Background: an optimization exercise with open tools, aiming at small area, a short achievable clock period and few clock cycles. Do not read the settings as production practice.
Only simulation tests tie the RTL to the original design; equivalence was not proved.

// anvil_gcm
module anvil_gcm (
    input  wire         clk,
    input  wire         rst,
    input  wire         start,
    input  wire [255:0] key,
    input  wire         key_256,
    input  wire [95:0]  iv,
    input  wire         decrypt,
    output reg          idle,
    input  wire         in_valid,
    output reg          in_ready,
    input  wire [127:0] in_data,
    input  wire         in_aad,
    input  wire [4:0]   in_bytes,
    input  wire         in_last,
    output reg          out_valid,
    output reg  [127:0] out_data,
    output reg          tag_valid,
    output reg  [127:0] tag
);
    localparam integer LANES  = 2;            
    localparam integer D      = 16;           
    localparam integer BATCH  = 32;           
    localparam integer GSTEPS = 128 / D;      
    localparam integer GLOAD  = (LANES >= 3) ? 1 : 0;
    localparam integer NG     = 2;            
    localparam integer NE     = NG * LANES;   
    localparam integer EW     = (NE > 8) ? 4 : (NE > 4) ? 3 : 2;    
    reg [255:0] key_r;
    reg         k256_r;
    reg [95:0]  iv_r;
    reg         dec_r;
    reg [127:0] h_r;
    reg [127:0] ej0_r;
    reg [13:0]  len_a;           
    reg [13:0]  len_c;           
    wire acc_start = start & idle;
    reg  open;                   
    wire acc_in    = in_valid & in_ready;
    reg  [4:0]  bc;              
    reg         batch0;          
    reg  [10:0] cb;              
    reg         push_a, push_b;  
    reg         pushed_a;        
    reg         ld_a;            
    reg  [LANES-1:0] ld;         
    reg         at28, at29;      
    reg         k_adv;           
    reg         k_ld;            
    reg  [3:0]  kstep;           
  ...
For scale: about 16000 cells after synthesis, about 2700 flip-flops, roughly 750 I/O pins, roughly 160000 µm² of cells after synthesis.
export LEC_CHECK = 0
export CAP_MARGIN = 40
export CORE_MARGIN = 2
export CORE_UTILIZATION = 55
export SLEW_MARGIN = 40
create_clock -name core_clock -period 12.0 [get_ports {clk}]
standard.sh (not shown) runs the stock make flow with config.mk's settings and CLKGATE_MAP_FILE= SYNTH_SCRIPT=/design/flow/synth_recipe.tcl, a recipe that flattens the netlist after the stock synthesis.
==> flow/flow/run.sh <==
#!/bin/bash
set -euo pipefail
here=$(pwd)
rm -rf "$here/scripts"
cp -r "$FLOW_HOME/scripts" "$here/scripts"
cp "$here/flow/abc_map.script" "$here/scripts/abc_speed.script"
bash standard.sh SCRIPTS_DIR="$here/scripts" SETUP_SLACK_MARGIN=8.0 finish \
    > standard.log 2>&1
==> flow/flow/abc_map.script <==
strash
ifraig
scorr
dc2
strash
&get -n
&dch -f
&nf
&put
The first run produced a clean layout.
Testbench counts at the start, summed over its fixed seeds: cycles 62,208.
Rerun with:
--- a/flow/design.v
+++ b/flow/design.v
@@ -382,27 +382,27 @@
     output reg          idle,
     input  wire         in_valid,
     output reg          in_ready,
     input  wire [127:0] in_data,
     input  wire         in_aad,
     input  wire [4:0]   in_bytes,
     input  wire         in_last,
     output reg          out_valid,
     output reg  [127:0] out_data,
     output reg          tag_valid,
     output reg  [127:0] tag
 );
-    localparam integer LANES  = 2;            
-    localparam integer D      = 16;           
-    localparam integer BATCH  = 32;           
+    localparam integer LANES  = 3;            
+    localparam integer D      = 32;           
+    localparam integer BATCH  = 30;           
     localparam integer GSTEPS = 128 / D;      
     localparam integer GLOAD  = (LANES >= 3) ? 1 : 0;
     localparam integer NG     = 2;            
     localparam integer NE     = NG * LANES;   
     localparam integer EW     = (NE > 8) ? 4 : (NE > 4) ? 3 : 2;    
     reg [255:0] key_r;
     reg         k256_r;
     reg [95:0]  iv_r;
     reg         dec_r;
     reg [127:0] h_r;
     reg [127:0] ej0_r;
     reg [13:0]  len_a;           
@@ -477,31 +477,32 @@
     ghash_mul #(.D(D), .NCOPY(4)) u_gh (
         .z(zfirst ? 128'h0 : z), .dg(dg), .h(h_r), .z_next(z_next)
     );
     reg [127:0] in_mask;
     integer b;
     always @(*) begin
         for (b = 0; b < 16; b = b + 1)
             in_mask[127-8*b -: 8] = (b < in_bytes) ? 8'hff : 8'h00;
     end
     wire [127:0] text_out = (in_data ^ head) & in_mask;
     wire [127:0] gh_in    = (in_aad | dec_r) ? (in_data & in_mask) : text_out;
     wire         g_last   = (gcnt == 4'd1);
-    reg  [4:0]   len_b;          
-    reg          len_av, len_cv; 
+    wire [127:0] s_cur    = first ? 128'h0 : ((GLOAD == 0 && g_last) ? z_next : z);
+    wire [13:0]  len_a_n  = len_a + {9'h0, in_bytes};
+    wire [13:0]  len_c_n  = len_c + {9'h0, in_bytes};
     wire [127:0] len_blk  = {47'h0, len_a, 3'b000, 47'h0, len_c, 3'b000};
     wire         ld_len   = fin & ((GLOAD == 0) ? g_last : (gcnt == 4'd0));
-    wire [127:0] s_cur    = (first & ~ld_len) ? 128'h0 : ((GLOAD == 0 && g_last) ? z_next : z);
     reg          x_free;         
-    wire [127:0] x_ld     = s_cur ^ (ld_len ? len_blk : gh_in);
+    wire [127:0] x_ld     = ~ld_len ? (s_cur ^ gh_in)
+                                     : (((GLOAD == 0) ? z_next : z) ^ len_blk);
     reg [3:0] gcnt_n;
     reg       fin_n, lenph_n, open_n, hready_n;
     always @(*) begin
         if (acc_in | ld_len)
             gcnt_n = GSTEPS;
         else if (gcnt != 4'd0)
             gcnt_n = gcnt - 4'd1;
         else
             gcnt_n = 4'd0;
         fin_n    = acc_in ? in_last : (ld_len ? 1'b0 : fin);
         lenph_n  = ld_len ? 1'b1 : ((g_last & lenph) ? 1'b0 : lenph);
         open_n   = acc_start ? 1'b1 : ((acc_in & in_last) ? 1'b0 : open);
@@ -520,26 +521,24 @@
             fin       <= 1'b0;
             lenph     <= 1'b0;
             first     <= 1'b0;
             cnt       <= {(EW+1){1'b0}};
             rp        <= {EW{1'b0}};
             wp        <= 2'd0;
             bc        <= 5'd0;
             batch0    <= 1'b0;
             push_a    <= 1'b0;
             push_b    <= 1'b0;
             len_a     <= 14'd0;
             len_c     <= 14'd0;
-            len_av    <= 1'b0;
-            len_cv    <= 1'b0;
         end else begin
             out_valid <= pop;
             tag_done  <= g_last & lenph;
             tag_valid <= tag_done;
             open   <= open_n;
             hready <= hready_n;
             gcnt   <= gcnt_n;
             fin    <= fin_n;
             lenph  <= lenph_n;
             cnt    <= cnt_n;
             batch0 <= batch0_n;
             bc     <= bc_n;
@@ -559,31 +558,30 @@
             end else begin
                 if (at28)
                     pushed_a <= push_a;
                 if (push)
                     wp <= (wp == NG - 1) ? 2'd0 : wp + 2'd1;
                 if (pop)
                     rp <= (rp == NE - 1) ? {EW{1'b0}} : rp + 1'b1;
             end
             if (acc_start)
                 first <= 1'b1;
             else if (acc_in)
                 first <= 1'b0;
-            len_av <= acc_in & in_aad;
-            len_cv <= acc_in & ~in_aad;
-            if (len_av)
-                len_a <= len_a + {9'h0, len_b};
-            else if (len_cv)
-                len_c <= len_c + {9'h0, len_b};
-            else if (ld_len) begin
+            if (acc_in) begin
+                if (in_aad)
+                    len_a <= len_a_n;
+                else
+                    len_c <= len_c_n;
+            end else if (ld_len) begin
                 len_a <= 14'd0;
                 len_c <= 14'd0;
             end
         end
     end
     integer e;
     always @(posedge clk) begin
         ld_a  <= (bc_n == l0_n);
         ld    <= {LANES{(bc_n == l0_n) | (bc_n == l0_n + 5'd1)}};
         at28  <= (bc_n == 5'd28);
         at29  <= (bc_n == 5'd29);
         k_adv <= bc_n[0] & (bc_n > l0_n) & (bc_n < 5'd28);
@@ -591,25 +589,24 @@
         kstep <= rel_n[4:1];
         if (~open) begin
             key_r  <= key;
             k256_r <= key_256;
             iv_r   <= iv;
             dec_r  <= decrypt;
         end
         if (batch0 & at28) begin
             h_r   <= ks[127:0];
             ej0_r <= ks[255:128];
         end
         out_data <= text_out;
-        len_b    <= in_bytes;
         tag      <= z ^ ej0_r;
         for (e = 0; e < NE; e = e + 1)
             if (push & (wp == (e / LANES)))
                 fe[e] <= ks[128*(e % LANES) +: 128];
         zfirst <= acc_in | ld_len;
         if (x_free | ld_len) begin
             x  <= x_ld;
             dg <= {4{x_ld[D-1:0]}};
         end else begin
             x  <= {{D{1'b0}}, x[127:D]};
             dg <= {4{x[2*D-1:D]}};
         end
Outcome: The changed run finished clean; routed wire length goes up by 64%; clock skew goes up by 0.046 ns; count of clock-buffer cells in the layout goes up by 72; core utilization goes up by 1.3 points; critical path depth goes up by 3.
Testbench counts after the change, summed over its fixed seeds: cycles 42,398.

---

Another version of the RTL of anvil_gcm (not shown whole).
For scale: about 22000 cells after synthesis, ~3300 flip-flops, roughly 750 I/O pins.
export LEC_CHECK = 0
export CAP_MARGIN = 40
export CORE_MARGIN = 2
export CORE_UTILIZATION = 55
export SLEW_MARGIN = 40
create_clock -name core_clock -period 12.0 [get_ports {clk}]
Scripts as last shown in full above: flow/flow/run.sh, flow/flow/abc_map.script
The starting point produced a clean layout.
Testbench counts at the start, summed over its fixed seeds: cycles 42,390.
==> next run, changes <==
--- a/flow/design.v
+++ b/flow/design.v
@@ -387,17 +387,17 @@
     input  wire [4:0]   in_bytes,
     input  wire         in_last,
     output reg          out_valid,
     output reg  [127:0] out_data,
     output reg          tag_valid,
     output reg  [127:0] tag
 );
-    localparam integer LANES  = 3;            
-    localparam integer D      = 32;           
-    localparam integer BATCH  = 30;           
+    localparam integer LANES  = 2;            
+    localparam integer D      = 16;           
+    localparam integer BATCH  = 32;           
     localparam integer GSTEPS = 128 / D;      
     localparam integer GLOAD  = (LANES >= 3) ? 1 : 0;
     localparam integer NG     = 2;            
     localparam integer NE     = NG * LANES;   
     localparam integer EW     = (NE > 8) ? 4 : (NE > 4) ? 3 : 2;    
     reg [255:0] key_r;
     reg         k256_r;
Outcome:
- area after synthesis went down by a quarter to a third
- worst setup slack gets better by 210 ps
- wire length went down by well over a third
- via count went down by a quarter to a third
- die area went down by a quarter to a third
- count of clock-buffer cells in the layout went down by 73
- synthesized cell count went down by a quarter to a third
- cell area went down by a quarter to a third
- first-iteration DRC count went down by well over a third
Testbench counts after the change, summed over its fixed seeds: cycles 62,200.

---

Another version of the RTL of anvil_gcm (not shown whole).
Size in the first run: roughly 750 I/O pins.
Settings: LEC_CHECK=0, CAP_MARGIN=20, CORE_MARGIN=2, CORE_UTILIZATION=55, SLEW_MARGIN=20; clock period 12.0 ns.
==> flow/flow/run.sh <==
#!/bin/bash
set -euo pipefail
here=$(pwd)
rm -rf "$here/scripts"
cp -r "$FLOW_HOME/scripts" "$here/scripts"
cp "$here/flow/abc_map.script" "$here/scripts/abc_speed.script"
bash standard.sh SCRIPTS_DIR="$here/scripts" SETUP_SLACK_MARGIN=8.2 \
    MAX_REPAIR_ANTENNAS_ITER_DRT=10 finish > standard.log 2>&1
Scripts as last shown in full above: flow/flow/abc_map.script
Testbench counts at the start, summed over its fixed seeds: cycles 62,200.
Edit:
--- a/flow/design.v
+++ b/flow/design.v
@@ -404,13 +404,12 @@
     reg         dec_r;
     reg [127:0] h_r;
     reg [127:0] ej0_r;
     reg [13:0]  len_a;           
     reg [13:0]  len_c;           
     wire acc_start = start & idle;
-    reg  open;                   
     wire acc_in    = in_valid & in_ready;
     reg  [4:0]  bc;              
     reg         batch0;          
     reg  [10:0] cb;              
     reg         ld_a;            
     reg  [LANES-1:0] ld;         
@@ -421,13 +420,13 @@
     wire [4:0]  bc_n   = (acc_start | (bc == BATCH - 1)) ? 5'd0 : bc + 5'd1;
     wire        k256_n = acc_start ? key_256 : k256_r;
     wire [4:0]  l0_n   = k256_n ? 5'd0 : 5'd8;           
     wire [4:0]  rel_n  = bc_n - l0_n;
     wire [127:0] rk;
     aes_keysched u_ks (
-        .clk(clk), .load(~open | k_ld), .key(open ? key_r : key),
+        .clk(clk), .load(idle | k_ld), .key(idle ? key : key_r),
         .adv(k_adv), .mode256(k256_r), .step(kstep), .rk(rk)
     );
     wire [128*LANES-1:0] ks;
     genvar gl;
     generate
         for (gl = 0; gl < LANES; gl = gl + 1) begin : g_lane
@@ -458,12 +457,13 @@
     reg  [3:0]   gcnt;           
     reg          zfirst;         
     reg          first;          
     reg          fin;            
     reg          lenph;          
     reg          hready;
+    reg          open;           
     wire [127:0] z_next;
     ghash_mul #(.D(D), .NCOPY(4)) u_gh (
         .z(zfirst ? 128'h0 : z), .dg(dg), .h(h_r), .z_next(z_next)
     );
     reg [127:0] in_mask;
     integer b;
@@ -570,13 +570,13 @@
         ld    <= {LANES{(bc_n == l0_n) | (bc_n == l0_n + 5'd1)}};
         at28  <= (bc_n == 5'd28);
         at29  <= (bc_n == 5'd29);
         k_adv <= bc_n[0] & (bc_n > l0_n) & (bc_n < 5'd28);
         k_ld  <= (bc_n == BATCH - 1) | (~k256_n & (bc_n == 5'd7));
         kstep <= rel_n[4:1];
-        if (~open) begin
+        if (idle) begin
             key_r  <= key;
             k256_r <= key_256;
             iv_r   <= iv;
             dec_r  <= decrypt;
         end
         if (batch0 & at28) begin
The changed run completed without violations. Routed wire length rose by 0.44%. Via count stays flat. Utilization rose by 0.15 points. Die area is about the same.
Testbench counts after the change, summed over its fixed seeds: cycles 62,200.

## re-timing with driven ports
Ports are ideal in the flow. The routed layouts listed here were re-timed in OpenROAD. Step 1: set_driving_cell puts a clkbuf_16 on clk and a buf_2 on each other input, an assumption about the parent block. Step 2 also shifts input and output timing later by t, the mid clock arrival at the registers, as if the neighbouring blocks saw the same clock. Slacks: no drivers / after step 1 / after step 2; pairs: no drivers / after step 1.
| run | t (ns) | setup WS [ns] | latest minus earliest clock arrival (ns) | worst register clock-pin slew, ns |
|---|---|---|---|---|
| the first run of note 1 | 1.050 | 7.990 / 7.897 / 7.065 | 0.080 / 0.080 | 0.08 / 0.08 |
| the second run of note 1 | 1.147 | 7.799 / 7.799 / 6.891 | 0.129 / 0.129 | 0.08 / 0.08 |
| the first run of note 2 | 1.159 | 7.677 / 7.677 / 6.753 | 0.070 / 0.070 | 0.07 / 0.07 |
| the second run of note 2 | 1.052 | 7.887 / 7.885 / 7.083 | 0.068 / 0.067 | 0.07 / 0.07 |
| the first run of note 3 | 1.051 | 8.083 / 7.970 / 7.258 | 0.082 / 0.082 | 0.07 / 0.07 |
| the second run of note 3 | 1.040 | 7.813 / 7.703 / 7.248 | 0.065 / 0.065 | 0.07 / 0.07 |
After both steps every run listed still meets setup and hold. For the first run of note 1, which loses most, drivers alone change the setup slack by -0.093 ns; drivers and shift together by -0.925 ns.
